Source: an optimization exercise on an open RTL-to-GDS flow (aim: small area, a short achievable clock period and few clock cycles per item). Production flows keep margins and buffers that such runs may drop.
In this exercise RTL edits were held to simulation tests only and were not proved equivalent to the original.

[design/flow/design.v]
module aes_sbox_a (
    input  wire [7:0]  a,
    output wire [17:0] m      
);
    wire U0, U1, U2, U3, U4, U5, U6, U7;
    wire T1, T2, T3, T4, T5, T6, T7, T8, T9, T10, T11, T12, T13, T14, T15, T16, T17, T18, T19, T20, T21, T22, T23, T24, T25, T26, T27, M1, M2, M3, M4, M5, M6, M7, M8, M9, M10, M11, M12, M13, M14, M15, M16, M17, M18, M19, M20, M21, M22, M23, M24, M25, M26, M27, M28, M29, M30, M31, M32, M33, M34, M35, M36, M37, M38, M39, M40, M41, M42, M43, M44, M45, M46, M47, M48, M49, M50, M51, M52, M53, M54, M55, M56, M57, M58, M59, M60, M61, M62, M63;
    assign {U0, U1, U2, U3, U4, U5, U6, U7} = a;
    assign T1 = U0 ^ U3;
    assign T2 = U0 ^ U5;
    assign T3 = U0 ^ U6;
    assign T4 = U3 ^ U5;
    assign T5 = U4 ^ U6;
    assign T6 = T1 ^ T5;
    assign T7 = U1 ^ U2;
    assign T8 = U7 ^ T6;
    assign T9 = U7 ^ T7;
    assign T10 = T6 ^ T7;
    assign T11 = U1 ^ U5;
    assign T12 = U2 ^ U5;
    assign T13 = T3 ^ T4;
    assign T14 = T6 ^ T11;
    assign T15 = T5 ^ T11;
    assign T16 = T5 ^ T12;
    assign T17 = T9 ^ T16;
    assign T18 = U3 ^ U7;
    assign T19 = T7 ^ T18;
    assign T20 = T1 ^ T19;
    assign T21 = U6 ^ U7;
    assign T22 = T7 ^ T21;
    assign T23 = T2 ^ T22;
    assign T24 = T2 ^ T10;
    assign T25 = T20 ^ T17;
    assign T26 = T3 ^ T16;
    assign T27 = T1 ^ T12;
    assign M1 = T13 & T6;
    assign M2 = T23 & T8;
    assign M3 = T14 ^ M1;
    assign M4 = T19 & U7;
    assign M5 = M4 ^ M1;
    assign M6 = T3 & T16;
    assign M7 = T22 & T9;
    assign M8 = T26 ^ M6;
    assign M9 = T20 & T17;
    assign M10 = M9 ^ M6;
    assign M11 = T1 & T15;
    assign M12 = T4 & T27;
    assign M13 = M12 ^ M11;
    assign M14 = T2 & T10;
    assign M15 = M14 ^ M11;
    assign M16 = M3 ^ M2;
    assign M17 = M5 ^ T24;
    assign M18 = M8 ^ M7;
    assign M19 = M10 ^ M15;
    assign M20 = M16 ^ M13;
    assign M21 = M17 ^ M15;
    assign M22 = M18 ^ M13;
    assign M23 = M19 ^ T25;
    assign M24 = M22 ^ M23;
    assign M25 = M22 & M20;
    assign M26 = M21 ^ M25;
    assign M27 = M20 ^ M21;
    assign M28 = M23 ^ M25;
    assign M29 = M28 & M27;
    assign M30 = M26 & M24;
    assign M31 = M20 & M23;
    assign M32 = M27 & M31;
    assign M33 = M27 ^ M25;
    assign M34 = M21 & M22;
    assign M35 = M24 & M34;
    assign M36 = M24 ^ M25;
    assign M37 = M21 ^ M29;
    assign M38 = M32 ^ M33;
    assign M39 = M23 ^ M30;
    assign M40 = M35 ^ M36;
    assign M41 = M38 ^ M40;
    assign M42 = M37 ^ M39;
    assign M43 = M37 ^ M38;
    assign M44 = M39 ^ M40;
    assign M45 = M42 ^ M41;
    assign M46 = M44 & T6;
    assign M47 = M40 & T8;
    assign M48 = M39 & U7;
    assign M49 = M43 & T16;
    assign M50 = M38 & T9;
    assign M51 = M37 & T17;
    assign M52 = M42 & T15;
    assign M53 = M45 & T27;
    assign M54 = M41 & T10;
    assign M55 = M44 & T13;
    assign M56 = M40 & T23;
    assign M57 = M39 & T19;
    assign M58 = M43 & T3;
    assign M59 = M38 & T22;
    assign M60 = M37 & T20;
    assign M61 = M42 & T1;
    assign M62 = M45 & T4;
    assign M63 = M41 & T2;
    assign m = {M46, M47, M48, M49, M50, M51, M52, M53, M54, M55, M56, M57, M58, M59, M60, M61, M62, M63};
endmodule
module aes_sbox_b (
    input  wire [17:0] m,
    output wire [7:0]  ye
);
    wire M46, M47, M48, M49, M50, M51, M52, M53, M54, M55, M56, M57, M58, M59, M60, M61, M62, M63;
    assign {M46, M47, M48, M49, M50, M51, M52, M53, M54, M55, M56, M57, M58, M59, M60, M61, M62, M63} = m;
    wire L0, L1, L2, L3, L4, L5, L6, L7, L8, L9, L10, L11, L12, L13, L14, L15, L16, L17, L18, L19, L20, L21, L22, L23, L24, L25, L26, L27, L28, L29, S0, S1, S2, S3, S4, S5, S6, S7;
    assign L0 = M61 ^ M62;
    assign L1 = M50 ^ M56;
    assign L2 = M46 ^ M48;
    assign L3 = M47 ^ M55;
    assign L4 = M54 ^ M58;
    assign L5 = M49 ^ M61;
    assign L6 = M62 ^ L5;
    assign L7 = M46 ^ L3;
    assign L8 = M51 ^ M59;
    assign L9 = M52 ^ M53;
    assign L10 = M53 ^ L4;
    assign L11 = M60 ^ L2;
    assign L12 = M48 ^ M51;
    assign L13 = M50 ^ L0;
    assign L14 = M52 ^ M61;
    assign L15 = M55 ^ L1;
    assign L16 = M56 ^ L0;
    assign L17 = M57 ^ L1;
    assign L18 = M58 ^ L8;
    assign L19 = M63 ^ L4;
    assign L20 = L0 ^ L1;
    assign L21 = L1 ^ L7;
    assign L22 = L3 ^ L12;
    assign L23 = L18 ^ L2;
    assign L24 = L15 ^ L9;
    assign L25 = L6 ^ L10;
    assign L26 = L7 ^ L9;
    assign L27 = L8 ^ L10;
    assign L28 = L11 ^ L14;
    assign L29 = L11 ^ L17;
    assign S0 = L6 ^ L24;
    assign S1 = ~(L16 ^ L26);
    assign S2 = ~(L19 ^ L28);
    assign S3 = L6 ^ L21;
    assign S4 = L20 ^ L22;
    assign S5 = L25 ^ L29;
    assign S6 = ~(L13 ^ L27);
    assign S7 = ~(L6 ^ L23);
    assign ye = {S0, S1, S2, S3, S4, S5, S6, S7};
endmodule
module aes_sbox_bd (
    input  wire [17:0] m,
    output wire [7:0]  ye,
    output wire [7:0]  yd
);
    wire M46, M47, M48, M49, M50, M51, M52, M53, M54, M55, M56, M57, M58, M59, M60, M61, M62, M63;
    assign {M46, M47, M48, M49, M50, M51, M52, M53, M54, M55, M56, M57, M58, M59, M60, M61, M62, M63} = m;
    wire L0, L1, L2, L3, L4, L5, L6, L7, L8, L9, L10, L11, L12, L13, L14, L15, L16, L17, L18, L19, L20, L21, L22, L23, L24, L25, L26, L27, L28, L29, S0, S1, S2, S3, S4, S5, S6, S7;
    assign L0 = M61 ^ M62;
    assign L1 = M50 ^ M56;
    assign L2 = M46 ^ M48;
    assign L3 = M47 ^ M55;
    assign L4 = M54 ^ M58;
    assign L5 = M49 ^ M61;
    assign L6 = M62 ^ L5;
    assign L7 = M46 ^ L3;
    assign L8 = M51 ^ M59;
    assign L9 = M52 ^ M53;
    assign L10 = M53 ^ L4;
    assign L11 = M60 ^ L2;
    assign L12 = M48 ^ M51;
    assign L13 = M50 ^ L0;
    assign L14 = M52 ^ M61;
    assign L15 = M55 ^ L1;
    assign L16 = M56 ^ L0;
    assign L17 = M57 ^ L1;
    assign L18 = M58 ^ L8;
    assign L19 = M63 ^ L4;
    assign L20 = L0 ^ L1;
    assign L21 = L1 ^ L7;
    assign L22 = L3 ^ L12;
    assign L23 = L18 ^ L2;
    assign L24 = L15 ^ L9;
    assign L25 = L6 ^ L10;
    assign L26 = L7 ^ L9;
    assign L27 = L8 ^ L10;
    assign L28 = L11 ^ L14;
    assign L29 = L11 ^ L17;
    assign S0 = L6 ^ L24;
    assign S1 = ~(L16 ^ L26);
    assign S2 = ~(L19 ^ L28);
    assign S3 = L6 ^ L21;
    assign S4 = L20 ^ L22;
    assign S5 = L25 ^ L29;
    assign S6 = ~(L13 ^ L27);
    assign S7 = ~(L6 ^ L23);
    assign ye = {S0, S1, S2, S3, S4, S5, S6, S7};
    assign yd[7] = M49 ^ M51 ^ M52 ^ M54 ^ M58 ^ M59 ^ M61 ^ M62;
    assign yd[6] = M47 ^ M48 ^ M49 ^ M50 ^ M52 ^ M54 ^ M55 ^ M56 ^ M59 ^ M60 ^ M61 ^ M63;
    assign yd[5] = M47 ^ M48 ^ M49 ^ M50 ^ M52 ^ M54 ^ M56 ^ M57 ^ M58 ^ M60 ^ M61 ^ M62;
    assign yd[4] = M46 ^ M48 ^ M52 ^ M54 ^ M58 ^ M59 ^ M61 ^ M62;
    assign yd[3] = M46 ^ M48 ^ M50 ^ M51 ^ M52 ^ M53 ^ M56 ^ M57 ^ M58 ^ M59 ^ M61 ^ M63;
    assign yd[2] = M46 ^ M47 ^ M50 ^ M51 ^ M52 ^ M54 ^ M58 ^ M59 ^ M61 ^ M62;
    assign yd[1] = M49 ^ M50 ^ M52 ^ M53 ^ M58 ^ M59 ^ M61 ^ M62;
    assign yd[0] = M55 ^ M57 ^ M61 ^ M63;
endmodule
module aes_ain (
    input  wire [7:0] a,
    output wire [7:0] y
);
    assign y[7] = a[6] ^ a[4] ^ a[1];
    assign y[6] = a[5] ^ a[3] ^ a[0];
    assign y[5] = a[7] ^ a[4] ^ a[2];
    assign y[4] = a[6] ^ a[3] ^ a[1];
    assign y[3] = a[5] ^ a[2] ^ a[0];
    assign y[2] = ~(a[7] ^ a[4] ^ a[1]);
    assign y[1] = a[6] ^ a[3] ^ a[0];
    assign y[0] = ~(a[7] ^ a[5] ^ a[2]);
endmodule
module aes_mc (input wire [31:0] a, output wire [31:0] y);
    wire t0, t1, t2, t3, t4, t5, t6, t7, t8, t9, t10, t11, t12, t13, t14, t15, t16, t17, t18, t19, t20, t21, t22, t23, t24, t25, t26, t27, t28, t29, t30, t31, t32, t33, t34, t35, t36, t37, t38, t39, t40, t41, t42, t43, t44, t45, t46, t47, t48, t49, t50, t51, t52, t53, t54, t55, t56, t57, t58, t59, t60, t61, t62, t63, t64, t65, t66, t67, t68, t69, t70, t71, t72, t73, t74, t75, t76, t77, t78, t79, t80, t81, t82, t83, t84, t85, t86, t87, t88, t89, t90, t91, t92, t93, t94, t95, t96, t97, t98, t99, t100, t101, t102, t103, t104, t105, t106, t107;
    assign t0 = a[31] ^ a[7];
    assign t1 = a[15] ^ a[23];
    assign t2 = a[15] ^ a[7];
    assign t3 = a[23] ^ a[31];
    assign t4 = a[16] ^ a[24];
    assign t5 = a[17] ^ a[25];
    assign t6 = a[10] ^ a[18];
    assign t7 = a[11] ^ a[19];
    assign t8 = a[2] ^ a[26];
    assign t9 = a[12] ^ a[20];
    assign t10 = a[27] ^ a[3];
    assign t11 = a[13] ^ a[21];
    assign t12 = a[28] ^ a[4];
    assign t13 = a[14] ^ a[22];
    assign t14 = a[29] ^ a[5];
    assign t15 = a[30] ^ a[6];
    assign t16 = a[0] ^ a[8];
    assign t17 = a[1] ^ a[9];
    assign t18 = a[8] ^ t0;
    assign t19 = t4 ^ t18;
    assign t20 = a[0] ^ a[24];
    assign t21 = a[9] ^ t0;
    assign t22 = t20 ^ t5;
    assign t23 = t21 ^ t22;
    assign t24 = a[1] ^ a[25];
    assign t25 = a[26] ^ t24;
    assign t26 = t6 ^ t25;
    assign t27 = a[27] ^ t0;
    assign t28 = t7 ^ t8;
    assign t29 = t27 ^ t28;
    assign t30 = a[28] ^ t0;
    assign t31 = t10 ^ t9;
    assign t32 = t30 ^ t31;
    assign t33 = a[29] ^ t11;
    assign t34 = t12 ^ t33;
    assign t35 = a[30] ^ t13;
    assign t36 = t14 ^ t35;
    assign t37 = a[31] ^ t1;
    assign t38 = t15 ^ t37;
    assign t39 = a[0] ^ t2;
    assign t40 = t4 ^ t39;
    assign t41 = a[1] ^ t16;
    assign t42 = t2 ^ t5;
    assign t43 = t41 ^ t42;
    assign t44 = a[18] ^ t17;
    assign t45 = t8 ^ t44;
    assign t46 = a[10] ^ a[19];
    assign t47 = a[2] ^ t10;
    assign t48 = t2 ^ t46;
    assign t49 = t47 ^ t48;
    assign t50 = a[11] ^ a[20];
    assign t51 = a[3] ^ t12;
    assign t52 = t2 ^ t50;
    assign t53 = t51 ^ t52;
    assign t54 = a[12] ^ a[21];
    assign t55 = a[4] ^ t14;
    assign t56 = t54 ^ t55;
    assign t57 = a[13] ^ a[22];
    assign t58 = a[5] ^ t15;
    assign t59 = t57 ^ t58;
    assign t60 = a[14] ^ a[23];
    assign t61 = a[6] ^ t0;
    assign t62 = t60 ^ t61;
    assign t63 = a[24] ^ t1;
    assign t64 = t16 ^ t63;
    assign t65 = a[16] ^ a[25];
    assign t66 = a[8] ^ t1;
    assign t67 = t17 ^ t65;
    assign t68 = t66 ^ t67;
    assign t69 = a[10] ^ a[17];
    assign t70 = a[9] ^ t69;
    assign t71 = t8 ^ t70;
    assign t72 = a[11] ^ t1;
    assign t73 = t10 ^ t6;
    assign t74 = t72 ^ t73;
    assign t75 = a[12] ^ t1;
    assign t76 = t12 ^ t7;
    assign t77 = t75 ^ t76;
    assign t78 = a[13] ^ t14;
    assign t79 = t9 ^ t78;
    assign t80 = a[14] ^ t11;
    assign t81 = t15 ^ t80;
    assign t82 = a[15] ^ t0;
    assign t83 = t13 ^ t82;
    assign t84 = a[16] ^ t16;
    assign t85 = t3 ^ t84;
    assign t86 = a[17] ^ t17;
    assign t87 = t3 ^ t4;
    assign t88 = t86 ^ t87;
    assign t89 = a[2] ^ t5;
    assign t90 = t6 ^ t89;
    assign t91 = a[18] ^ a[26];
    assign t92 = a[3] ^ t3;
    assign t93 = t7 ^ t91;
    assign t94 = t92 ^ t93;
    assign t95 = a[19] ^ a[27];
    assign t96 = a[4] ^ t3;
    assign t97 = t9 ^ t95;
    assign t98 = t96 ^ t97;
    assign t99 = a[20] ^ a[28];
    assign t100 = a[5] ^ t11;
    assign t101 = t99 ^ t100;
    assign t102 = a[21] ^ a[29];
    assign t103 = a[6] ^ t102;
    assign t104 = t13 ^ t103;
    assign t105 = a[22] ^ a[30];
    assign t106 = a[7] ^ t1;
    assign t107 = t105 ^ t106;
    assign y[0] = t19;
    assign y[1] = t23;
    assign y[2] = t26;
    assign y[3] = t29;
    assign y[4] = t32;
    assign y[5] = t34;
    assign y[6] = t36;
    assign y[7] = t38;
    assign y[8] = t40;
    assign y[9] = t43;
    assign y[10] = t45;
    assign y[11] = t49;
    assign y[12] = t53;
    assign y[13] = t56;
    assign y[14] = t59;
    assign y[15] = t62;
    assign y[16] = t64;
    assign y[17] = t68;
    assign y[18] = t71;
    assign y[19] = t74;
    assign y[20] = t77;
    assign y[21] = t79;
    assign y[22] = t81;
    assign y[23] = t83;
    assign y[24] = t85;
    assign y[25] = t88;
    assign y[26] = t90;
    assign y[27] = t94;
    assign y[28] = t98;
    assign y[29] = t101;
    assign y[30] = t104;
    assign y[31] = t107;
endmodule
module aes_imc_ain (input wire [31:0] a, output wire [31:0] y);
    wire t0, t1, t2, t3, t4, t5, t6, t7, t8, t9, t10, t11, t12, t13, t14, t15, t16, t17, t18, t19, t20, t21, t22, t23, t24, t25, t26, t27, t28, t29, t30, t31, t32, t33, t34, t35, t36, t37, t38, t39, t40, t41, t42, t43, t44, t45, t46, t47, t48, t49, t50, t51, t52, t53, t54, t55, t56, t57, t58, t59, t60, t61, t62, t63, t64, t65, t66, t67, t68, t69, t70, t71, t72, t73, t74, t75, t76, t77, t78, t79, t80, t81, t82, t83, t84, t85, t86, t87, t88, t89, t90, t91, t92, t93, t94, t95, t96, t97, t98, t99, t100, t101, t102, t103, t104, t105, t106, t107, t108, t109, t110, t111, t112, t113, t114, t115, t116, t117, t118, t119, t120, t121, t122, t123, t124, t125, t126, t127, t128, t129, t130, t131, t132, t133, t134, t135, t136, t137, t138, t139, t140, t141, t142, t143, t144, t145, t146, t147, t148, t149, t150, t151, t152, t153, t154, t155, t156, t157, t158, t159, t160, t161, t162, t163, t164, t165, t166, t167, t168, t169, t170, t171, t172, t173, t174, t175, t176, t177, t178, t179, t180, t181, t182, t183, t184, t185, t186, t187, t188, t189, t190, t191, t192, t193, t194, t195, t196, t197, t198, t199, t200, t201, t202, t203, t204, t205, t206, t207, t208, t209, t210, t211, t212, t213, t214, t215, t216, t217, t218, t219, t220, t221, t222, t223, t224, t225, t226, t227, t228, t229, t230, t231, t232, t233;
    assign t0 = a[2] ^ a[5];
    assign t1 = a[26] ^ a[29];
    assign t2 = a[18] ^ a[21];
    assign t3 = a[10] ^ a[13];
    assign t4 = a[15] ^ a[31];
    assign t5 = a[3] ^ a[6];
    assign t6 = a[27] ^ a[30];
    assign t7 = a[19] ^ a[22];
    assign t8 = a[23] ^ a[7];
    assign t9 = a[11] ^ a[14];
    assign t10 = a[16] ^ a[20];
    assign t11 = a[0] ^ a[4];
    assign t12 = a[24] ^ a[28];
    assign t13 = a[12] ^ a[8];
    assign t14 = a[1] ^ t0;
    assign t15 = a[25] ^ t1;
    assign t16 = a[9] ^ t3;
    assign t17 = a[17] ^ t2;
    assign t18 = t4 ^ t5;
    assign t19 = t6 ^ t8;
    assign t20 = t11 ^ t7;
    assign t21 = t12 ^ t9;
    assign t22 = a[12] ^ t14;
    assign t23 = a[20] ^ t16;
    assign t24 = t10 ^ t17;
    assign t25 = a[25] ^ a[30];
    assign t26 = a[17] ^ a[22];
    assign t27 = t11 ^ t6;
    assign t28 = t20 ^ t4;
    assign t29 = t21 ^ t8;
    assign t30 = a[1] ^ a[6];
    assign t31 = a[11] ^ t13;
    assign t32 = t13 ^ t5;
    assign t33 = a[4] ^ t15;
    assign t34 = a[9] ^ t2;
    assign t35 = t7 ^ t9;
    assign t36 = a[14] ^ t12;
    assign t37 = a[0] ^ a[19];
    assign t38 = a[13] ^ a[29];
    assign t39 = t10 ^ t18;
    assign t40 = a[14] ^ a[3];
    assign t41 = t1 ^ t26;
    assign t42 = a[23] ^ a[24];
    assign t43 = a[25] ^ a[8];
    assign t44 = t43 ^ t5;
    assign t45 = t14 ^ t44;
    assign t46 = t1 ^ t10;
    assign t47 = t16 ^ t27;
    assign t48 = a[1] ^ a[28];
    assign t49 = t3 ^ t9;
    assign t50 = a[21] ^ a[5];
    assign t51 = a[27] ^ a[8];
    assign t52 = a[22] ^ a[6];
    assign t53 = t0 ^ t25;
    assign t54 = a[0] ^ a[31];
    assign t55 = a[15] ^ a[16];
    assign t56 = a[16] ^ a[9];
    assign t57 = t17 ^ t32;
    assign t58 = a[5] ^ t13;
    assign t59 = a[6] ^ t19;
    assign t60 = t12 ^ t7;
    assign t61 = a[23] ^ t25;
    assign t62 = t37 ^ t38;
    assign t63 = t61 ^ t62;
    assign t64 = t22 ^ t39;
    assign t65 = t63 ^ t64;
    assign t66 = a[20] ^ a[30];
    assign t67 = t11 ^ t40;
    assign t68 = t66 ^ t14;
    assign t69 = t41 ^ t67;
    assign t70 = t68 ^ t69;
    assign t71 = t2 ^ t42;
    assign t72 = t14 ^ t18;
    assign t73 = t27 ^ t71;
    assign t74 = t72 ^ t73;
    assign t75 = a[31] ^ a[7];
    assign t76 = t12 ^ t75;
    assign t77 = t20 ^ t76;
    assign t78 = t45 ^ t77;
    assign t79 = a[4] ^ a[9];
    assign t80 = t79 ^ t8;
    assign t81 = t46 ^ t80;
    assign t82 = t45 ^ t81;
    assign t83 = a[16] ^ a[2];
    assign t84 = a[3] ^ a[31];
    assign t85 = t83 ^ t84;
    assign t86 = t41 ^ t85;
    assign t87 = t47 ^ t86;
    assign t88 = a[22] ^ a[29];
    assign t89 = t11 ^ t48;
    assign t90 = t5 ^ t88;
    assign t91 = t17 ^ t19;
    assign t92 = t49 ^ t89;
    assign t93 = t90 ^ t91;
    assign t94 = t92 ^ t93;
    assign t95 = a[18] ^ a[29];
    assign t96 = a[30] ^ t95;
    assign t97 = t96 ^ t22;
    assign t98 = t28 ^ t29;
    assign t99 = t97 ^ t98;
    assign t100 = a[31] ^ t30;
    assign t101 = t50 ^ t51;
    assign t102 = t100 ^ t101;
    assign t103 = t102 ^ t23;
    assign t104 = t29 ^ t103;
    assign t105 = a[28] ^ t52;
    assign t106 = t105 ^ t16;
    assign t107 = t31 ^ t53;
    assign t108 = t106 ^ t107;
    assign t109 = t1 ^ t54;
    assign t110 = t8 ^ t9;
    assign t111 = t109 ^ t110;
    assign t112 = t16 ^ t32;
    assign t113 = t111 ^ t112;
    assign t114 = a[1] ^ a[7];
    assign t115 = t114 ^ t13;
    assign t116 = t55 ^ t9;
    assign t117 = t115 ^ t116;
    assign t118 = t117 ^ t47;
    assign t119 = a[12] ^ a[17];
    assign t120 = t119 ^ t3;
    assign t121 = t4 ^ t56;
    assign t122 = t120 ^ t121;
    assign t123 = t14 ^ t21;
    assign t124 = t122 ^ t123;
    assign t125 = a[10] ^ a[11];
    assign t126 = a[24] ^ a[7];
    assign t127 = t125 ^ t126;
    assign t128 = t127 ^ t53;
    assign t129 = t128 ^ t57;
    assign t130 = a[30] ^ t18;
    assign t131 = t34 ^ t35;
    assign t132 = t58 ^ t130;
    assign t133 = t131 ^ t33;
    assign t134 = t132 ^ t133;
    assign t135 = a[26] ^ t58;
    assign t136 = t135 ^ t23;
    assign t137 = t28 ^ t59;
    assign t138 = t136 ^ t137;
    assign t139 = a[28] ^ a[7];
    assign t140 = t139 ^ t38;
    assign t141 = t40 ^ t56;
    assign t142 = t140 ^ t141;
    assign t143 = t17 ^ t142;
    assign t144 = t28 ^ t143;
    assign t145 = a[14] ^ a[19];
    assign t146 = a[30] ^ a[4];
    assign t147 = t145 ^ t146;
    assign t148 = t3 ^ t30;
    assign t149 = t147 ^ t148;
    assign t150 = t149 ^ t24;
    assign t151 = a[7] ^ a[8];
    assign t152 = t0 ^ t10;
    assign t153 = t151 ^ t4;
    assign t154 = t152 ^ t153;
    assign t155 = t17 ^ t35;
    assign t156 = t154 ^ t155;
    assign t157 = a[15] ^ a[9];
    assign t158 = t10 ^ t157;
    assign t159 = t42 ^ t7;
    assign t160 = t158 ^ t159;
    assign t161 = t160 ^ t57;
    assign t162 = a[17] ^ a[20];
    assign t163 = a[24] ^ a[25];
    assign t164 = t162 ^ t163;
    assign t165 = t2 ^ t8;
    assign t166 = t16 ^ t164;
    assign t167 = t165 ^ t20;
    assign t168 = t166 ^ t167;
    assign t169 = a[15] ^ a[18];
    assign t170 = t10 ^ t169;
    assign t171 = t30 ^ t37;
    assign t172 = t15 ^ t170;
    assign t173 = t171 ^ t49;
    assign t174 = t172 ^ t173;
    assign t175 = a[13] ^ a[17];
    assign t176 = t175 ^ t35;
    assign t177 = t46 ^ t176;
    assign t178 = t22 ^ t59;
    assign t179 = t177 ^ t178;
    assign t180 = a[13] ^ a[14];
    assign t181 = a[2] ^ a[28];
    assign t182 = t13 ^ t180;
    assign t183 = t181 ^ t18;
    assign t184 = t182 ^ t19;
    assign t185 = t183 ^ t184;
    assign t186 = t24 ^ t185;
    assign t187 = a[15] ^ a[24];
    assign t188 = t187 ^ t26;
    assign t189 = t50 ^ t188;
    assign t190 = t19 ^ t31;
    assign t191 = t189 ^ t190;
    assign t192 = t33 ^ t191;
    assign t193 = a[12] ^ a[27];
    assign t194 = t193 ^ t52;
    assign t195 = t15 ^ t194;
    assign t196 = t34 ^ t36;
    assign t197 = t195 ^ t196;
    assign t198 = t3 ^ t55;
    assign t199 = t15 ^ t19;
    assign t200 = t198 ^ t60;
    assign t201 = t199 ^ t200;
    assign t202 = a[17] ^ a[23];
    assign t203 = t10 ^ t202;
    assign t204 = t54 ^ t6;
    assign t205 = t15 ^ t203;
    assign t206 = t204 ^ t21;
    assign t207 = t205 ^ t206;
    assign t208 = a[0] ^ a[17];
    assign t209 = t13 ^ t2;
    assign t210 = t208 ^ t4;
    assign t211 = t48 ^ t6;
    assign t212 = t15 ^ t209;
    assign t213 = t210 ^ t211;
    assign t214 = t212 ^ t213;
    assign t215 = a[14] ^ a[23];
    assign t216 = a[26] ^ a[9];
    assign t217 = t2 ^ t215;
    assign t218 = t216 ^ t51;
    assign t219 = t14 ^ t217;
    assign t220 = t218 ^ t60;
    assign t221 = t219 ^ t220;
    assign t222 = a[21] ^ a[25];
    assign t223 = t0 ^ t222;
    assign t224 = t6 ^ t7;
    assign t225 = t18 ^ t223;
    assign t226 = t224 ^ t36;
    assign t227 = t225 ^ t226;
    assign t228 = t23 ^ t227;
    assign t229 = a[10] ^ a[21];
    assign t230 = a[22] ^ t229;
    assign t231 = t230 ^ t29;
    assign t232 = t33 ^ t39;
    assign t233 = t231 ^ t232;
    assign y[0] = ~t65;
    assign y[1] = t70;
    assign y[2] = ~t74;
    assign y[3] = t78;
    assign y[4] = t82;
    assign y[5] = t87;
    assign y[6] = t94;
    assign y[7] = t99;
    assign y[8] = ~t104;
    assign y[9] = t108;
    assign y[10] = ~t113;
    assign y[11] = t118;
    assign y[12] = t124;
    assign y[13] = t129;
    assign y[14] = t134;
    assign y[15] = t138;
    assign y[16] = ~t144;
    assign y[17] = t150;
    assign y[18] = ~t156;
    assign y[19] = t161;
    assign y[20] = t168;
    assign y[21] = t174;
    assign y[22] = t179;
    assign y[23] = t186;
    assign y[24] = ~t192;
    assign y[25] = t197;
    assign y[26] = ~t201;
    assign y[27] = t207;
    assign y[28] = t214;
    assign y[29] = t221;
    assign y[30] = t228;
    assign y[31] = t233;
endmodule
module aes_sbox_bk (
    input  wire [17:0] m,      
    input  wire [7:0]  k,
    output wire [7:0]  ye,
    output wire [7:0]  ydk
);
    wire M46, M47, M48, M49, M50, M51, M52, M53, M54, M55, M56, M57, M58, M59, M60, M61, M62, M63;
    assign {M46, M47, M48, M49, M50, M51, M52, M53, M54, M55, M56, M57, M58, M59, M60, M61, M62, M63} = m;
    wire L0, L1, L2, L3, L4, L5, L6, L7, L8, L9, L10, L11, L12, L13, L14, L15, L16, L17, L18, L19, L20, L21, L22, L23, L24, L25, L26, L27, L28, L29, S0, S1, S2, S3, S4, S5, S6, S7;
    assign L0 = M61 ^ M62;
    assign L1 = M50 ^ M56;
    assign L2 = M46 ^ M48;
    assign L3 = M47 ^ M55;
    assign L4 = M54 ^ M58;
    assign L5 = M49 ^ M61;
    assign L6 = M62 ^ L5;
    assign L7 = M46 ^ L3;
    assign L8 = M51 ^ M59;
    assign L9 = M52 ^ M53;
    assign L10 = M53 ^ L4;
    assign L11 = M60 ^ L2;
    assign L12 = M48 ^ M51;
    assign L13 = M50 ^ L0;
    assign L14 = M52 ^ M61;
    assign L15 = M55 ^ L1;
    assign L16 = M56 ^ L0;
    assign L17 = M57 ^ L1;
    assign L18 = M58 ^ L8;
    assign L19 = M63 ^ L4;
    assign L20 = L0 ^ L1;
    assign L21 = L1 ^ L7;
    assign L22 = L3 ^ L12;
    assign L23 = L18 ^ L2;
    assign L24 = L15 ^ L9;
    assign L25 = L6 ^ L10;
    assign L26 = L7 ^ L9;
    assign L27 = L8 ^ L10;
    assign L28 = L11 ^ L14;
    assign L29 = L11 ^ L17;
    assign S0 = L6 ^ L24;
    assign S1 = ~(L16 ^ L26);
    assign S2 = ~(L19 ^ L28);
    assign S3 = L6 ^ L21;
    assign S4 = L20 ^ L22;
    assign S5 = L25 ^ L29;
    assign S6 = ~(L13 ^ L27);
    assign S7 = ~(L6 ^ L23);
    assign ye = {S0, S1, S2, S3, S4, S5, S6, S7};
    wire q0, q1, q2, q3, q4, q5, q6, q7, q8, q9, q10, q11, q12, q13, q14, q15, q16, q17, q18, q19, q20, q21, q22, q23, q24, q25, q26, q27, q28, q29, q30, q31, q32, q33, q34, q35, q36, q37, q38, q39, q40, q41, q42, q43, q44, q45, q46;
    assign q0 = M52 ^ M61;
    assign q1 = M58 ^ q0;
    assign q2 = M59 ^ q1;
    assign q3 = M54 ^ M62;
    assign q4 = M47 ^ M50;
    assign q5 = M48 ^ M56;
    assign q6 = M49 ^ q3;
    assign q7 = M55 ^ M63;
    assign q8 = M59 ^ q5;
    assign q9 = M60 ^ q4;
    assign q10 = M46 ^ q3;
    assign q11 = M50 ^ M53;
    assign q12 = k[7] ^ M51;
    assign q13 = q12 ^ q6;
    assign q14 = q13 ^ q2;
    assign q15 = k[6] ^ M49;
    assign q16 = M54 ^ q0;
    assign q17 = q15 ^ q7;
    assign q18 = q16 ^ q17;
    assign q19 = q8 ^ q9;
    assign q20 = q18 ^ q19;
    assign q21 = k[5] ^ M57;
    assign q22 = q21 ^ q5;
    assign q23 = q1 ^ q22;
    assign q24 = q6 ^ q9;
    assign q25 = q23 ^ q24;
    assign q26 = k[4] ^ M48;
    assign q27 = q26 ^ q10;
    assign q28 = q2 ^ q27;
    assign q29 = k[3] ^ M46;
    assign q30 = M51 ^ M57;
    assign q31 = M63 ^ q11;
    assign q32 = q29 ^ q30;
    assign q33 = q1 ^ q31;
    assign q34 = q32 ^ q8;
    assign q35 = q33 ^ q34;
    assign q36 = k[2] ^ M51;
    assign q37 = q36 ^ q4;
    assign q38 = q10 ^ q37;
    assign q39 = q2 ^ q38;
    assign q40 = k[1] ^ M49;
    assign q41 = M62 ^ q11;
    assign q42 = q40 ^ q41;
    assign q43 = q2 ^ q42;
    assign q44 = k[0] ^ M57;
    assign q45 = M61 ^ q44;
    assign q46 = q7 ^ q45;
    assign ydk[7] = q14;
    assign ydk[6] = q20;
    assign ydk[5] = q25;
    assign ydk[4] = q28;
    assign ydk[3] = q35;
    assign ydk[2] = q39;
    assign ydk[1] = q43;
    assign ydk[0] = q46;
endmodule
module aes_cell (
    input  wire         clk,
    input  wire         rst,           
    input  wire         in_valid,
    output wire         in_ready,
    input  wire         in_decrypt,    
    input  wire         in_key256,     
    input  wire [255:0] in_key,
    input  wire [127:0] in_block,
    output reg          out_valid,
    output reg  [127:0] out_block
);
    function [7:0] xt;
        input [7:0] a;
        xt = {a[6:0], 1'b0} ^ (a[7] ? 8'h1b : 8'h00);
    endfunction
    function [7:0] xtinv;       
        input [7:0] a;
        xtinv = a[0] ? ({1'b1, a[7:1]} ^ 8'h0d) : {1'b0, a[7:1]};
    endfunction
    function [127:0] shiftrows;
        input [127:0] s;
        integer i;
        begin
            for (i = 0; i < 16; i = i + 1)
                shiftrows[127 - 8 * i -: 8] = s[127 - 8 * ((i % 4) + 4 * (((i / 4) + (i % 4)) % 4)) -: 8];
        end
    endfunction
    function [127:0] invshiftrows;
        input [127:0] s;
        integer i;
        begin
            for (i = 0; i < 16; i = i + 1)
                invshiftrows[127 - 8 * i -: 8] = s[127 - 8 * ((i % 4) + 4 * (((i / 4) + 4 - (i % 4)) % 4)) -: 8];
        end
    endfunction
    reg  [127:0] q_st, q_kt;
    reg  [255:0] q_kw;
    reg  [31:0]  q_ks;
    reg          q_busy, q_dec, q_k256, q_pre, q_ark, q_par;
    reg  [3:0]   q_cnt;
    reg  [7:0]   q_rc;
    reg  [1:0]   q_tag;
    reg  [287:0] p_m;           
    reg  [71:0]  p_km;          
    reg  [255:0] p_kw;
    reg          p_busy, p_dec, p_k256, p_pre, p_ark, p_par;
    reg  [3:0]   p_cnt;
    reg  [7:0]   p_rc;
    reg  [1:0]   p_tag;
    genvar g;
    wire [127:0] x1 = q_st ^ q_kt;
    wire [287:0] m1;
    wire [71:0]  km1;
    generate
        for (g = 0; g < 16; g = g + 1) begin : g_s1
            aes_sbox_a u_sa (.a(x1[127 - 8 * g -: 8]), .m(m1[287 - 18 * g -: 18]));
        end
        for (g = 0; g < 4; g = g + 1) begin : g_k1
            aes_sbox_a u_ka (.a(q_ks[31 - 8 * g -: 8]), .m(km1[71 - 18 * g -: 18]));
        end
    endgenerate
    always @(posedge clk) begin
        p_m    <= {m1[287:128], q_pre ? q_st : m1[127:0]};
        p_km   <= km1;
        p_kw   <= q_kw;
        p_dec  <= q_dec;
        p_k256 <= q_k256;
        p_pre  <= q_pre;
        p_ark  <= q_ark;
        p_par  <= q_par;
        p_cnt  <= q_cnt;
        p_rc   <= q_rc;
        p_tag  <= q_tag;
    end
    wire [127:0] sbe;           
    wire [127:0] dk;            
    wire [31:0]  ks_sub;
    generate
        for (g = 0; g < 16; g = g + 1) begin : g_s2
            aes_sbox_bk u_sb (.m(p_m[287 - 18 * g -: 18]), .k(p_kw[255 - 8 * g -: 8]),
                              .ye(sbe[127 - 8 * g -: 8]), .ydk(dk[127 - 8 * g -: 8]));
        end
        for (g = 0; g < 4; g = g + 1) begin : g_k2
            aes_sbox_b u_kb (.m(p_km[71 - 18 * g -: 18]), .ye(ks_sub[31 - 8 * g -: 8]));
        end
    endgenerate
    wire [31:0] h0 = p_kw[255:224], h1 = p_kw[223:192], h2 = p_kw[191:160], h3 = p_kw[159:128];
    wire [31:0] l0 = p_kw[127:96],  l1 = p_kw[95:64],   l2 = p_kw[63:32],   l3 = p_kw[31:0];
    wire [31:0] ks_t = p_par ? {ks_sub[23:16] ^ p_rc, ks_sub[15:0], ks_sub[31:24]} : ks_sub;
    wire [31:0] h01 = h0 ^ h1, h012 = h01 ^ h2, h0123 = h012 ^ h3;
    wire [127:0] kf = {h0 ^ ks_t, h01 ^ ks_t, h012 ^ ks_t, h0123 ^ ks_t};
    wire [31:0] b0 = p_k256 ? l0 : h0, b1 = p_k256 ? l1 : h1, b2 = p_k256 ? l2 : h2, b3 = p_k256 ? l3 : h3;
    wire [127:0] kb = {b0 ^ ks_t, b1 ^ b0, b2 ^ b1, b3 ^ b2};
    wire [127:0] mc, dnext_s;
    generate
        for (g = 0; g < 4; g = g + 1) begin : g_mix
            aes_mc      u_mc  (.a(sbe[127 - 32 * g -: 32]), .y(mc[127 - 32 * g -: 32]));
            aes_imc_ain u_imc (.a(dk[127 - 32 * g -: 32]),  .y(dnext_s[127 - 32 * g -: 32]));
        end
    endgenerate
    wire [127:0] dnext = invshiftrows(dnext_s);
    wire [127:0] lo_s = invshiftrows(p_kw[127:0]);
    wire [127:0] lo_a0;
    generate
        for (g = 0; g < 16; g = g + 1) begin : g_ain
            aes_ain u_ain (.a(lo_s[127 - 8 * g -: 8]), .y(lo_a0[127 - 8 * g -: 8]));
        end
    endgenerate
    wire [127:0] lo_a = lo_a0 ^ {16{8'h05}};
    wire [127:0] in_s = invshiftrows(in_block);
    wire [127:0] in_a;
    generate
        for (g = 0; g < 16; g = g + 1) begin : g_ain_in
            aes_ain u_ain (.a(in_s[127 - 8 * g -: 8]), .y(in_a[127 - 8 * g -: 8]));
        end
    endgenerate
    wire last    = (p_cnt == (p_k256 ? 4'd14 : 4'd10));
    wire lastpre = (p_cnt == (p_k256 ? 4'd13 : 4'd10));
    wire fin     = p_busy && !p_pre && last;    
    wire q_last  = (q_cnt == (q_k256 ? 4'd14 : 4'd10));
    reg    rdy;
    assign in_ready = rdy;
    wire   accept   = in_ready && in_valid;
    always @(posedge clk) begin
        if (in_ready) begin
            q_st   <= in_decrypt ? in_a : shiftrows(in_block);
            q_kt   <= shiftrows(in_key[255:128]);
            q_kw   <= {in_key[255:128], in_key256 ? in_key[127:0] : in_key[255:128]};
            q_ks   <= in_key256 ? in_key[31:0] : in_key[159:128];
            q_dec  <= in_decrypt;
            q_k256 <= in_key256;
            q_pre  <= in_decrypt;
            q_ark  <= 1'b0;
            q_par  <= 1'b1;
            q_cnt  <= 4'd1;
            q_rc   <= 8'h01;
            q_tag  <= wr_tag;
        end else begin
            q_dec  <= p_dec;
            q_k256 <= p_k256;
            q_tag  <= p_tag;
            q_cnt  <= p_cnt + 4'd1;
            q_par  <= p_k256 ? !p_par : p_par;
            q_pre  <= p_pre;
            q_ark  <= p_ark;
            q_rc   <= p_rc;
            q_kw   <= p_kw;
            q_st   <= p_m[127:0];
            q_kt   <= 128'h0;
            if (p_pre && p_ark) begin
                q_kt  <= lo_a;
                q_pre <= 1'b0;
                q_ark <= 1'b0;
                q_cnt <= 4'd1;
                q_par <= 1'b1;
                q_ks  <= p_k256 ? h3 : (h3 ^ h2);
            end else if (p_pre) begin
                q_kw <= (p_k256 || lastpre) ? {p_kw[127:0], kf} : {kf, kf};
                q_ks <= kf[31:0];
                if (lastpre) begin
                    q_ark <= 1'b1;
                    if (!p_k256) q_rc <= xtinv(p_rc);
                end else if (p_par) begin
                    q_rc <= xt(p_rc);
                end
            end else if (p_dec) begin
                q_kw <= {kb, p_kw[255:128]};
                q_ks <= p_k256 ? (l3 ^ l2) : (h3 ^ h1);
                if (p_par) q_rc <= xtinv(p_rc);
                q_st <= dnext;
            end else begin
                q_kw <= p_k256 ? {p_kw[127:0], kf} : {kf, kf};
                q_kt <= shiftrows(p_k256 ? p_kw[127:0] : kf);
                q_ks <= kf[31:0];
                if (p_par) q_rc <= xt(p_rc);
                q_st <= shiftrows(mc);
            end
        end
    end
    reg  [127:0] rb0, rb1;
    reg  [1:0]   rb_v;
    reg  [1:0]   rb0_tag, rb1_tag;
    reg  [1:0]   rd_tag, wr_tag;
    reg  [1:0]   n_open;        
    wire [127:0] res   = p_dec ? dk : (sbe ^ (p_k256 ? p_kw[127:0] : kf));
    wire         byp   = fin && (p_tag == rd_tag);
    wire         from_rb = rd_tag[0] ? (rb_v[1] && rb1_tag == rd_tag) : (rb_v[0] && rb0_tag == rd_tag);
    wire         load  = byp || from_rb;
    wire [1:0]   n_open_nx = n_open + (accept ? 2'd1 : 2'd0) - (load ? 2'd1 : 2'd0);
    always @(posedge clk) begin
        out_block <= byp ? res : (rd_tag[0] ? rb1 : rb0);
        if (fin && !byp && !p_tag[0]) begin rb0 <= res; rb0_tag <= p_tag; end
        if (fin && !byp &&  p_tag[0]) begin rb1 <= res; rb1_tag <= p_tag; end
    end
    always @(posedge clk) begin
        if (rst) begin
            q_busy    <= 1'b0;
            p_busy    <= 1'b0;
            rb_v      <= 2'b00;
            rd_tag    <= 2'd0;
            wr_tag    <= 2'd0;
            n_open    <= 2'd0;
            rdy       <= 1'b1;
            out_valid <= 1'b0;
        end else begin
            p_busy    <= q_busy;
            q_busy    <= in_ready ? in_valid : (p_busy && !fin);
            if (accept) wr_tag <= wr_tag + 2'd1;
            if (load)   rd_tag <= rd_tag + 2'd1;
            out_valid <= load;
            n_open    <= n_open_nx;
            rdy       <= (!q_busy || (!q_pre && q_last)) && (n_open_nx != 2'd3);
            rb_v      <= (rb_v & ~((!byp && from_rb) ? (rd_tag[0] ? 2'b10 : 2'b01) : 2'b00))
                              | ((fin && !byp) ? (p_tag[0] ? 2'b10 : 2'b01) : 2'b00);
        end
    end
endmodule
[design/flow/flow/run.sh]
#!/bin/bash
# Own layout flow: the standard ORFS flow, except that synthesis maps the
# combinational logic with the ABC script in flow/abc.script instead of ORFS's.
# Everything else (registers, flattening, renaming, floorplan, placement,
# CTS, routing) is the standard flow.
set -euo pipefail
W=$PWD
cat > "$W/own_synth.tcl" <<EOF2
proc abc {args} {
  set i [lsearch -exact \$args -script]
  if {\$i >= 0} { set args [lreplace \$args [expr {\$i + 1}] [expr {\$i + 1}] $W/flow/abc.script] }
  puts "own_synth: abc with \$args"
  yosys abc {*}\$args
}
source $W/synth_recipe.tcl
EOF2
sed "s#SYNTH_SCRIPT=[^ ]*#SYNTH_SCRIPT=$W/own_synth.tcl#" standard.sh > own_standard.sh
grep -q "own_synth.tcl" own_standard.sh
bash own_standard.sh > "$W/flow_make.log" 2>&1
[design/flow/flow/abc.script]
strash
dch
map -a
[design/flow/standard.sh]
#!/bin/bash
# synth_recipe.tcl (not shown) runs the flow's synth.tcl, then flattens the netlist and writes it again
# the make line also repeats each setting of config.mk as NAME=value (left out here)
make -C /OpenROAD-flow-scripts/flow DESIGN_CONFIG=/design/flow/config.mk WORK_HOME=/design/flow/orfs CLKGATE_MAP_FILE= SYNTH_SCRIPT=/design/flow/synth_recipe.tcl "${@:-finish}"
[design/flow/config.mk]
export PLATFORM = sky130hd
export DESIGN_NAME = aes_cell
export DESIGN_NICKNAME = aes_cell
export VERILOG_FILES = /design/flow/design.v
export SDC_FILE = /design/flow/constraint.sdc
export NUM_CORES = 8
export LEC_CHECK = 0
export CAP_MARGIN = 20
export CORE_MARGIN = 2
export CORE_UTILIZATION = 25
export PLACE_DENSITY = 0.35
export SLEW_MARGIN = 20
[design/flow/constraint.sdc]
create_clock -name core_clock -period 12.0 [get_ports {clk}]
set_input_delay 2.4000 -clock core_clock [delete_from_list [all_inputs] [get_ports {clk}]]
set_output_delay 2.4000 -clock core_clock [all_outputs]
set_load 0.01 [all_outputs]
==> impl_results.html, run 1 <==
<table>
<tr><th>Metric</th><th>Value</th></tr>
<tr><th colspan="2">STA</th></tr>
<tr><td>Min Tclk post-route</td><td>5.59 ns</td></tr>
<tr><td>Measured slew at the worst slew-check pin</td><td>between 1 and 1.5 ns</td></tr>
<tr><td>Slew Viols, Final</td><td>0</td></tr>
<tr><td>F_max</td><td>approximately 180 MHz</td></tr>
<tr><td>Worst max-slew margin expressed relative to the limit</td><td>0.123</td></tr>
<tr><td>Setup violations, final</td><td>0</td></tr>
<tr><td>Period Utilization, post-route</td><td>0.466</td></tr>
<tr><td>RSZ-0062 raised after global routing</td><td>false</td></tr>
<tr><td>Post-route setup slack</td><td>6.41 ns</td></tr>
<tr><td>Clk_skew</td><td>around 0.071 ns</td></tr>
<tr><td>Setup TNS after final layout</td><td>0 ns</td></tr>
<tr><td>Final hold viol count</td><td>0</td></tr>
<tr><th colspan="2">Placement</th></tr>
<tr><td>Post-Place Worst Slack</td><td>approximately 6.4 ns</td></tr>
<tr><td>Number of buffers inserted by port buffering</td><td>518</td></tr>
<tr><td>Final RePlAce weighted congestion</td><td>~1</td></tr>
<tr><td>Post-detailed-placement half-perimeter wirelength</td><td>roughly 540,000 µm</td></tr>
<tr><th colspan="2">Yosys</th></tr>
<tr><td>Share of synthesized registers carrying an async set or reset</td><td>0</td></tr>
<tr><td>Most common library cells after synthesis</td><td>sky130_fd_sc_hd__nand2_1 (2,202), sky130_fd_sc_hd__xor2_1 (2,151), sky130_fd_sc_hd__o21ai_0 (1,522)</td></tr>
<tr><td>Most used standard cell by instance count after synthesis</td><td>sky130_fd_sc_hd__nand2_1</td></tr>
<tr><td>Area contributors post-synth</td><td>sky130_fd_sc_hd__dfxtp_1 (25%), sky130_fd_sc_hd__xor2_1 (17%), sky130_fd_sc_hd__xnor2_1 (12%)</td></tr>
<tr><td>Main synth FF type</td><td>sky130_fd_sc_hd__dfxtp_1</td></tr>
<tr><td>Post-synth EDFFs</td><td>260</td></tr>
<tr><td>Number of distinct library cells after synthesis</td><td>44</td></tr>
<tr><td>Synthesized area per cell</td><td>roughly 7.7 µm²</td></tr>
<tr><td>Cell area after synthesis</td><td>approximately 110,000 µm²</td></tr>
<tr><td>Portion of synthesized cell area occupied by the leading cell type</td><td>0.247</td></tr>
<tr><td>Sequential share of the synthesized area</td><td>0.319</td></tr>
<tr><td>Post-Synthesis Net Count</td><td>approximately 15,000</td></tr>
<tr><td>Synth Register Bits</td><td>around 1,600</td></tr>
<tr><td>Cells after synthesis</td><td>roughly 14,000</td></tr>
<tr><td>Biggest area consumer among synthesized cells</td><td>sky130_fd_sc_hd__dfxtp_1</td></tr>
<tr><td>Total number of yosys warnings</td><td>1</td></tr>
<tr><th colspan="2">Global routing</th></tr>
<tr><td>Antenna violations before repair</td><td>88</td></tr>
<tr><td>Total grt overflow</td><td>0</td></tr>
<tr><td>First-pass GRT wire length</td><td>879,000 µm</td></tr>
<tr><td>Maximum number of pins on one net before global-route repair</td><td>roughly 140</td></tr>
<tr><td>Total routing usage reported by global routing</td><td>0.292</td></tr>
<tr><td>Via count of the first global-routing pass</td><td>between 90,000 and 100k</td></tr>
<tr><th colspan="2">Final layout</th></tr>
<tr><td>Area taken by multi-input logic gates</td><td>69,100 µm²</td></tr>
<tr><td>Count of filler cells inserted in the layout</td><td>roughly 47,000</td></tr>
<tr><td>Sequential Area</td><td>about 35,000 µm²</td></tr>
<tr><td>P&amp;R area growth vs syn</td><td>20.2%</td></tr>
<tr><td>Total number of nets in the final design</td><td>15,600</td></tr>
<tr><td>Layout cell share with drive strength beyond 1</td><td>0.0660</td></tr>
<tr><th colspan="2">CTS</th></tr>
<tr><td>Worst skew pair latency</td><td>about 0.99 ns</td></tr>
<tr><td>Reg clk slew, reported paths</td><td>around 0.060 ns</td></tr>
<tr><td>Maximum level of the CTS H-tree</td><td>4</td></tr>
<tr><td>Root buffer selected by CTS</td><td>sky130_fd_sc_hd__clkbuf_16</td></tr>
<tr><td>Post-CTS Repair Setup Buffers</td><td>0</td></tr>
<tr><td>Max Buffers Root-to-Sink</td><td>4</td></tr>
<tr><td>Clock tree from TritonCTS</td><td>done</td></tr>
<tr><td>Sink count of the clock tree</td><td>~1,600</td></tr>
<tr><td># resized after CTS</td><td>0</td></tr>
<tr><td>Cts-stage hold buffer count</td><td>0</td></tr>
<tr><td>Cts bufs inserted</td><td>roughly 210</td></tr>
<tr><th colspan="2">Run status</th></tr>
<tr><td>Run status</td><td>timing/DRC/antenna clean</td></tr>
<tr><th colspan="2">Routing</th></tr>
<tr><td>Number of detailed-route iterations in the first pass</td><td>6</td></tr>
<tr><td>Starting DRT DRC Count</td><td>between 10,000 and 15,000</td></tr>
<tr><td>Via/cell ratio</td><td>slightly below 5</td></tr>
<tr><td>Number of nets with antenna violations after routing</td><td>0</td></tr>
<tr><td>DRT Wirelength</td><td>~660,000 µm</td></tr>
<tr><td>Vias after detailed routing</td><td>105,000</td></tr>
<tr><td>Final routed wire length divided by cell count</td><td>roughly 32 µm</td></tr>
<tr><td>Count of unresolved DRC violations after routing</td><td>0</td></tr>
<tr><th colspan="2">Critical path</th></tr>
<tr><td>Class of the most critical setup path</td><td>flip-flop to flip-flop</td></tr>
<tr><td>Kind of end point of the critical path</td><td>flip-flop</td></tr>
<tr><td>Startpoint Class</td><td>flip-flop</td></tr>
<tr><td>Arrival time of the worst setup path</td><td>6.47 ns</td></tr>
<tr><td>Data required time of the worst path</td><td>12.88 ns</td></tr>
<tr><td>Largest fanout on the critical path</td><td>4</td></tr>
<tr><th colspan="2">Die</th></tr>
<tr><td>Area enclosed by the die boundary</td><td>438,000 µm²</td></tr>
<tr><td>Die span in x</td><td>662 µm</td></tr>
<tr><td>Placement Rows</td><td>approximately 240</td></tr>
<tr><td>Initial core utilization</td><td>0.251</td></tr>
<tr><td>Height of the die</td><td>between 600 and 700 µm</td></tr>
<tr><td>Area inside the core boundary</td><td>431,000 µm²</td></tr>
<tr><td>Io pins</td><td>a little over 500</td></tr>
<tr><th colspan="2">Hold path</th></tr>
<tr><td>Class of the worst hold path</td><td>flip-flop to flip-flop</td></tr>
<tr><th colspan="2">Flow run</th></tr>
<tr><td>Max-Cap Viols</td><td>0</td></tr>
</table>
layer usage:
metal,up-vias,track usage,share of wire
met1,50800,0.400,0.45
li1,49000,-,-
met3,843,0.0372,0.060
met4,8,0.141,0.055
met5,-,0,0.000083
met2,3977,0.452,0.43
worst max-delay path, stage by stage, from the launching register on:
cell,delay (ns)
sky130_fd_sc_hd__dfxtp_1,0.32
sky130_fd_sc_hd__xnor2_1,0.45
sky130_fd_sc_hd__xor2_1,0.36
sky130_fd_sc_hd__xor2_1,0.17
sky130_fd_sc_hd__xnor2_1,0.99
sky130_fd_sc_hd__o21ai_1,0.63
sky130_fd_sc_hd__xor2_1,0.51
sky130_fd_sc_hd__xor2_1,0.75
sky130_fd_sc_hd__clkinv_1,0.21
sky130_fd_sc_hd__a21oi_1,0.29
sky130_fd_sc_hd__xor2_1,0.23
sky130_fd_sc_hd__nand2_1,0.08
sky130_fd_sc_hd__o21ai_0,0.25
sky130_fd_sc_hd__nor2_1,0.07
sky130_fd_sc_hd__a31oi_1,0.17
logic make-up (layout without fill, tap and decap cells):
kind of cell,after synthesis,in the layout,synth area share
and+or+nand+nor,4077,4077,0.154
buffers and inverters,1289,2431,0.0447
DFF,1598,1598,0.319
xor gates and xnor gates,3645,3645,0.295
other,0,40,0
adders and majority gates,44,44,0.00508
AOI/OAI and AO/OA,3498,3498,0.181
muxes,2,2,0.000185
metrics by stage:
stage                     utilization  instance area, µm²  instances  hold WS, ns
after floorplan                     -              108000      14200        0.309
after global placement          0.285              123000      20600        0.310
after detailed placement        0.285              123000      20600        0.312
after CTS                       0.302              130000      21000        0.290
after global routing            0.302              130000      21000        0.300
final                           0.302              130000      21000        0.285
registers in the layout, indices dropped and copies added, names as in the netlist, 4 cells and up:
signal / flops
p_m: 288
p_kw: 256
q_kw: 256
out_block: 128
q_kt: 128
q_st: 128
rb0: 128
rb1: 128
p_km: 72
q_ks: 32
p_rc: 8
q_rc: 8
p_cnt: 4
q_cnt: 4
placed cells by master (no fill, tap or decap), types with 28 or more instances in the layout:
| master | n |
|---|---|
| sky130_fd_sc_hd__clkbuf_1 | 46 |
| sky130_fd_sc_hd__o22ai_1 | 209 |
| sky130_fd_sc_hd__o221ai_1 | 69 |
| sky130_fd_sc_hd__diode_2 | 40 |
| sky130_fd_sc_hd__o21ai_0 | 1499 |
| sky130_fd_sc_hd__dfxtp_1 | 1331 |
| sky130_fd_sc_hd__a21oi_1 | 1035 |
| sky130_fd_sc_hd__ha_1 | 44 |
| sky130_fd_sc_hd__clkbuf_16 | 217 |
| sky130_fd_sc_hd__nor2_1 | 1145 |
| sky130_fd_sc_hd__nand3_1 | 283 |
| sky130_fd_sc_hd__a211oi_1 | 46 |
| sky130_fd_sc_hd__buf_4 | 230 |
| sky130_fd_sc_hd__a31oi_1 | 150 |
| sky130_fd_sc_hd__clkinv_2 | 36 |
| sky130_fd_sc_hd__xor2_1 | 2147 |
| sky130_fd_sc_hd__nor3_1 | 43 |
| sky130_fd_sc_hd__clkdlybuf4s50_1 | 517 |
| sky130_fd_sc_hd__xnor2_1 | 1491 |
| sky130_fd_sc_hd__or2_2 | 353 |
| sky130_fd_sc_hd__o211ai_1 | 117 |
| sky130_fd_sc_hd__edfxtp_1 | 260 |
| sky130_fd_sc_hd__nand2_1 | 2202 |
| sky130_fd_sc_hd__clkbuf_8 | 36 |
| sky130_fd_sc_hd__clkinv_1 | 1277 |
| sky130_fd_sc_hd__o21bai_1 | 89 |
| sky130_fd_sc_hd__o21a_1 | 50 |
| sky130_fd_sc_hd__a22oi_1 | 28 |
worst paths after layout:
kind | start | endpoint | slack [ns] | depth (start not counted)
setup / recovery | p_km[2]$_DFF_P_ | out_block[79]$_DFF_P_ | 6.41 | 14
hold / removal | q_kw[138]$_DFF_P_ | p_kw[138]$_DFF_P_ | 0.29 | 0
setup reg to reg | p_km[2]$_DFF_P_ | out_block[79]$_DFF_P_ | 6.41 | 14
hold reg to reg | q_kw[138]$_DFF_P_ | p_kw[138]$_DFF_P_ | 0.29 | 0
final cells by class:
type	count	area share
multi-input combinational	11300	0.531
sequential	1598	0.266
tap	5710	0.0549
timing repair buffer	759	0.0549
clock buffer	299	0.0469
inverter	1289	0.0378
clock inverter	84	0.00796
antenna	40	0.000769
Testbench counts, summed over its fixed seeds: cycles 48,720, items 3,200.
==> inputs of run 2 (changes only) <==
==> design/flow/flow/run.sh (replaced) <==
#!/bin/bash
# Own layout flow: the standard ORFS flow, except that
#  - synthesis maps the combinational logic with the ABC script in
#    flow/abc.script instead of ORFS's, and
#  - repair_timing aims for the setup margin in flow/margin.txt (ns below the
#    12 ns clock), so that the design is sized for a shorter achieved period.
# The clock period, SDC and everything else are the standard flow's.
set -euo pipefail
W=$PWD
MARGIN=$(cat "$W/flow/margin.txt")
cat > "$W/own_synth.tcl" <<EOF2
proc abc {args} {
  set i [lsearch -exact \$args -script]
  if {\$i >= 0} { set args [lreplace \$args [expr {\$i + 1}] [expr {\$i + 1}] $W/flow/abc.script] }
  puts "own_synth: abc with \$args"
  yosys abc {*}\$args
}
source $W/synth_recipe.tcl
EOF2
sed "s#SYNTH_SCRIPT=[^ ]*#SYNTH_SCRIPT=$W/own_synth.tcl#" standard.sh > own_standard.sh
grep -q "own_synth.tcl" own_standard.sh
bash own_standard.sh SETUP_SLACK_MARGIN=$MARGIN finish > "$W/flow_make.log" 2>&1
==> design/flow/flow/margin.txt (new file) <==
7.0
==> run 2 against run 1 <==
Compared with the run above: still clean on timing, DRC and antenna; non-clock buffer count up 14; sequential share of layout area down 0.21 points; synthesized area unchanged; first-iteration DRC count up 2.7%; design area up 0.84%; register-to-register slack better by 0.60 ns; worst hold slack worse by 0.0068 ns; worst setup slack better by 0.60 ns; sequential cell count unchanged; critical endpoint is now q_st[54]$_DFF_P_; highest routed layer unchanged.
==> impl_results.html, run 2 <==
<table>
<tr><th>Metric</th><th>Value</th></tr>
<tr><th colspan="2">Run status</th></tr>
<tr><td>Run status</td><td>timing/DRC/antenna clean</td></tr>
<tr><th colspan="2">Critical path</th></tr>
<tr><td>Destination of the worst register-to-register timing path</td><td>q_st[54]$_DFF_P_</td></tr>
<tr><td>Largest fanout on the critical path</td><td>6</td></tr>
<tr><td>Startpoint Class</td><td>flip-flop</td></tr>
<tr><td>Register-to-Register Setup Slack</td><td>around 7 ns</td></tr>
<tr><td>Class of the most critical setup path</td><td>flip-flop to flip-flop</td></tr>
<tr><td>Worst R2R Start</td><td>p_m[205]$_DFF_P_</td></tr>
<tr><td>Count of cells along the worst register-to-register path</td><td>18</td></tr>
<tr><th colspan="2">Routing</th></tr>
<tr><td>Count of unresolved DRC violations after routing</td><td>0</td></tr>
<tr><td>Vias after detailed routing</td><td>between 100k and 150k</td></tr>
<tr><td>Final routed wire length divided by cell count</td><td>roughly 31 µm</td></tr>
<tr><td>Number of detailed-route iterations in the first pass</td><td>6</td></tr>
<tr><td>Starting DRT DRC Count</td><td>around 11,000</td></tr>
<tr><td>DRT Wirelength</td><td>about 660,000 µm</td></tr>
<tr><th colspan="2">Global routing</th></tr>
<tr><td>Via count of the first global-routing pass</td><td>between 90,000 and 100k</td></tr>
<tr><td>First-pass GRT wire length</td><td>between 800,000 and 900,000 µm</td></tr>
<tr><td>Total grt overflow</td><td>0</td></tr>
<tr><td>Maximum number of pins on one net before global-route repair</td><td>around 140</td></tr>
<tr><td>Antenna violations before repair</td><td>96</td></tr>
<tr><th colspan="2">Hold path</th></tr>
<tr><td>Destination of the worst hold path</td><td>p_kw[231]$_DFF_P_</td></tr>
<tr><td>Hold Crit Depth</td><td>0</td></tr>
<tr><td>Class of the worst hold path</td><td>flip-flop to flip-flop</td></tr>
<tr><td>Hold wc startpoint</td><td>q_kw[231]$_DFF_P_</td></tr>
<tr><th colspan="2">Placement</th></tr>
<tr><td>Post-detailed-placement half-perimeter wirelength</td><td>536,000 µm</td></tr>
<tr><td>Final RePlAce weighted congestion</td><td>0.978</td></tr>
<tr><td>Dpl cells</td><td>20,600</td></tr>
<tr><th colspan="2">Yosys</th></tr>
<tr><td>Cells after synthesis</td><td>~14,000</td></tr>
<tr><td>Sequential share of the synthesized area</td><td>0.319</td></tr>
<tr><td>Cell area after synthesis</td><td>about 110,000 µm²</td></tr>
<tr><td>Area contributors post-synth</td><td>sky130_fd_sc_hd__dfxtp_1 (25%), sky130_fd_sc_hd__xor2_1 (17%), sky130_fd_sc_hd__xnor2_1 (12%)</td></tr>
<tr><td>Number of distinct library cells after synthesis</td><td>44</td></tr>
<tr><td>Share of synthesized registers carrying an async set or reset</td><td>0</td></tr>
<tr><td>Portion of synthesized cell area occupied by the leading cell type</td><td>0.247</td></tr>
<tr><td>Synth Register Bits</td><td>about 1,600</td></tr>
<tr><td>Post-synth EDFFs</td><td>between 200 and 300</td></tr>
<tr><td>Total number of yosys warnings</td><td>1</td></tr>
<tr><th colspan="2">STA</th></tr>
<tr><td>Min Tclk post-route</td><td>between 4 and 5 ns</td></tr>
<tr><td>Final hold viol count</td><td>0</td></tr>
<tr><td>Setup violations, final</td><td>0</td></tr>
<tr><td>RSZ-0062 raised after global routing</td><td>true</td></tr>
<tr><td>Period Utilization, post-route</td><td>0.416</td></tr>
<tr><td>F_max</td><td>about 200 MHz</td></tr>
<tr><td>Clk_skew</td><td>roughly 0.07 ns</td></tr>
<tr><td>Measured slew at the worst slew-check pin</td><td>roughly 1.4 ns</td></tr>
<tr><td>Worst max-slew margin expressed relative to the limit</td><td>0.0665</td></tr>
<tr><td>Post-route setup slack</td><td>roughly 7.0 ns</td></tr>
<tr><th colspan="2">Die</th></tr>
<tr><td>Die span in x</td><td>~660 µm</td></tr>
<tr><td>Io pins</td><td>roughly 520</td></tr>
<tr><td>Area inside the core boundary</td><td>approximately 430,000 µm²</td></tr>
<tr><td>Height of the die</td><td>between 600 and 700 µm</td></tr>
<tr><td>Placement Rows</td><td>241</td></tr>
<tr><td>Area enclosed by the die boundary</td><td>438,000 µm²</td></tr>
<tr><td>Initial core utilization</td><td>0.251</td></tr>
<tr><th colspan="2">Final layout</th></tr>
<tr><td>Layout cell share with drive strength beyond 1</td><td>0.0746</td></tr>
<tr><td>Total number of nets in the final design</td><td>15,600</td></tr>
<tr><td>Biggest registers after layout</td><td>p_m x288, p_kw x256, q_kw x256</td></tr>
<tr><td>Non-filler instance count after layout</td><td>about 21,000</td></tr>
<tr><td>Number of flip-flops in the largest register</td><td>between 200 and 300</td></tr>
<tr><td>Most common cell after layout, fill and taps aside</td><td>sky130_fd_sc_hd__nand2_1</td></tr>
<tr><td>Count of filler cells inserted in the layout</td><td>between 40,000 and 50,000</td></tr>
<tr><td>Leading cell types in the layout, fill and taps excluded</td><td>sky130_fd_sc_hd__nand2_1 (2,191), sky130_fd_sc_hd__xor2_1 (2,094), sky130_fd_sc_hd__xnor2_1 (1,466)</td></tr>
<tr><th colspan="2">CTS</th></tr>
<tr><td>Reg clk slew, reported paths</td><td>0.07 ns</td></tr>
<tr><td>Cts bufs inserted</td><td>210</td></tr>
<tr><td>Maximum level of the CTS H-tree</td><td>4</td></tr>
<tr><td>Sink count of the clock tree</td><td>1,598</td></tr>
<tr><td>Max Buffers Root-to-Sink</td><td>4</td></tr>
<tr><td>Worst skew pair latency</td><td>0.98 ns</td></tr>
<tr><td>Root buffer selected by CTS</td><td>sky130_fd_sc_hd__clkbuf_16</td></tr>
<tr><td>Clock tree from TritonCTS</td><td>done</td></tr>
</table>
-- run 2: changes by cell type in the layout (fill, tap and decap cells not counted), sizes merged --
| cell | previous run | this run |
|---|---|---|
| diode | 40 | 59 |
| buf | 242 | 256 |
| clkbuf | 299 | 291 |
| bufinv | 18 | 25 |
| clkinvlp | 11 | 16 |
| clkinv | 1319 | 1322 |
| inv | 25 | 23 |
-- run 2: cell families (layout without fill, tap and decap cells) --
family | after synthesis | after routing | synth area share
and+or+nand+nor | 4077 | 4077 | 0.154
other | 0 | 59 | 0
DFF | 1598 | 1598 | 0.319
xor gates and xnor gates | 3645 | 3645 | 0.295
AOI/OAI and AO/OA | 3498 | 3498 | 0.181
adders and majority gates | 44 | 44 | 0.00508
buffers and inverters | 1289 | 2450 | 0.0447
muxes | 2 | 2 | 0.000185
-- run 2: how the worst max path moves through the flow --
stage	to	from	cells after the start
after floorplan	q_kw[62]$_DFF_P_	rdy$_SDFF_PP1_	6
after global placement	p_m[109]$_DFF_P_	q_st[54]$_DFF_P_	21
after detailed placement	p_m[109]$_DFF_P_	q_st[54]$_DFF_P_	21
after CTS	out_block[31]$_DFF_P_	p_km[38]$_DFF_P_	14
after global routing	p_m[10]$_DFF_P_	q_kt[6]$_DFF_P_	18
final	q_st[54]$_DFF_P_	p_m[205]$_DFF_P_	18
-- run 2: per-stage QoR --
| step | cell area (µm²) | TNS (ns) | hold WS (ns) | utilization |
|---|---|---|---|---|
| after detailed placement | 123000 | 0 | 0.312 | 0.285 |
| after CTS | 131000 | 0 | 0.281 | 0.303 |
| after floorplan | 108000 | -264.36 | 0.309 | - |
| after global placement | 123000 | 0 | 0.310 | 0.285 |
| final | 131000 | 0 | 0.278 | 0.304 |
| after global routing | 131000 | 0 | 0.297 | 0.304 |
-- run 2: per-layer routing --
layer  routed length [µm]  vias to the layer above  share of wire  track usage
met3                40600                      911          0.061       0.0369
li1                     -                    49100              -            -
met5                  157                        -        0.00024            0
met4                38000                       24          0.057        0.147
met2               286000                     3944           0.43        0.448
met1               299000                    50900           0.45        0.401
-- run 2: final cells by class --
type | instances | area, µm² | area share
Inverter | 1289 | 4950 | 0.0377
Clock buffer | 291 | 6100 | 0.0465
Sequential cell | 1598 | 34600 | 0.264
Multi-Input combinational cell | 11300 | 69800 | 0.532
Clock inverter | 97 | 1260 | 0.00957
Antenna cell | 59 | 148 | 0.00112
Tap cell | 5710 | 7140 | 0.0544
Timing Repair Buffer | 773 | 7220 | 0.0550
-- run 2: what timing repair did --
| item | CTS | global route |
|---|---|---|
| pin swaps | 1 | 6 |
| buffers inserted | 0 | 6 |
| resized for setup | 39 | 87 |
| hold endpoints to repair | 0 | 0 |
| endpoints found under the setup margin | 128 | 166 |
-- run 2: worst max-delay path: stages (launching register included) --
cell	delay, ns
sky130_fd_sc_hd__dfxtp_1	0.36
sky130_fd_sc_hd__clkinv_1	0.14
sky130_fd_sc_hd__or2_2	0.29
sky130_fd_sc_hd__nand2_1	0.12
sky130_fd_sc_hd__xor2_1	0.25
sky130_fd_sc_hd__xor2_1	0.16
sky130_fd_sc_hd__or2_2	0.29
sky130_fd_sc_hd__nand2_1	0.49
sky130_fd_sc_hd__clkinv_1	0.56
sky130_fd_sc_hd__nand2_1	0.18
sky130_fd_sc_hd__nand2_1	0.24
sky130_fd_sc_hd__clkinv_1	0.10
sky130_fd_sc_hd__nand2_1	0.05
sky130_fd_sc_hd__nand2_1	0.33
sky130_fd_sc_hd__xor2_1	0.33
sky130_fd_sc_hd__xnor2_1	0.12
sky130_fd_sc_hd__xor2_1	0.15
sky130_fd_sc_hd__a211oi_1	0.53
sky130_fd_sc_hd__o22ai_1	0.13

## afterwards: timing with drivers on the ports
No port has a modelled driver above. Below, the same layouts with a new extraction and two added sets of constraints.
Step 1 (the two cells are an assumption about what drives the block):
set clk [get_ports {clk}]
set_driving_cell -lib_cell sky130_fd_sc_hd__clkbuf_16 $clk
set_driving_cell -lib_cell sky130_fd_sc_hd__buf_2 [delete_from_list [all_inputs] $clk]
Step 2 times the ports against the registers' clock, not the clock port: input delays grow and output delays shrink by t, the midpoint of the rising clock arrivals with the driver on.
Three values: no drivers, after step 1, after step 2; two values: the first two.
| run | t (ns) | setup WS [ns] | worst setup path after step 2 | latest minus earliest clock arrival (ns) | worst data-port slew with drivers (ns) |
|---|---|---|---|---|---|
| run 1 | 1.065 | 6.410 / 6.410 / 6.393 | input to register | 0.076 / 0.075 | 0.23 |
| run 2 | 1.066 | 7.007 / 6.967 / 6.591 | input to register | 0.077 / 0.077 | 0.23 |
After both steps every run listed still meets setup and hold. For run 2, which loses most, drivers alone change the setup slack by -0.040 ns; drivers and shift together by -0.416 ns.
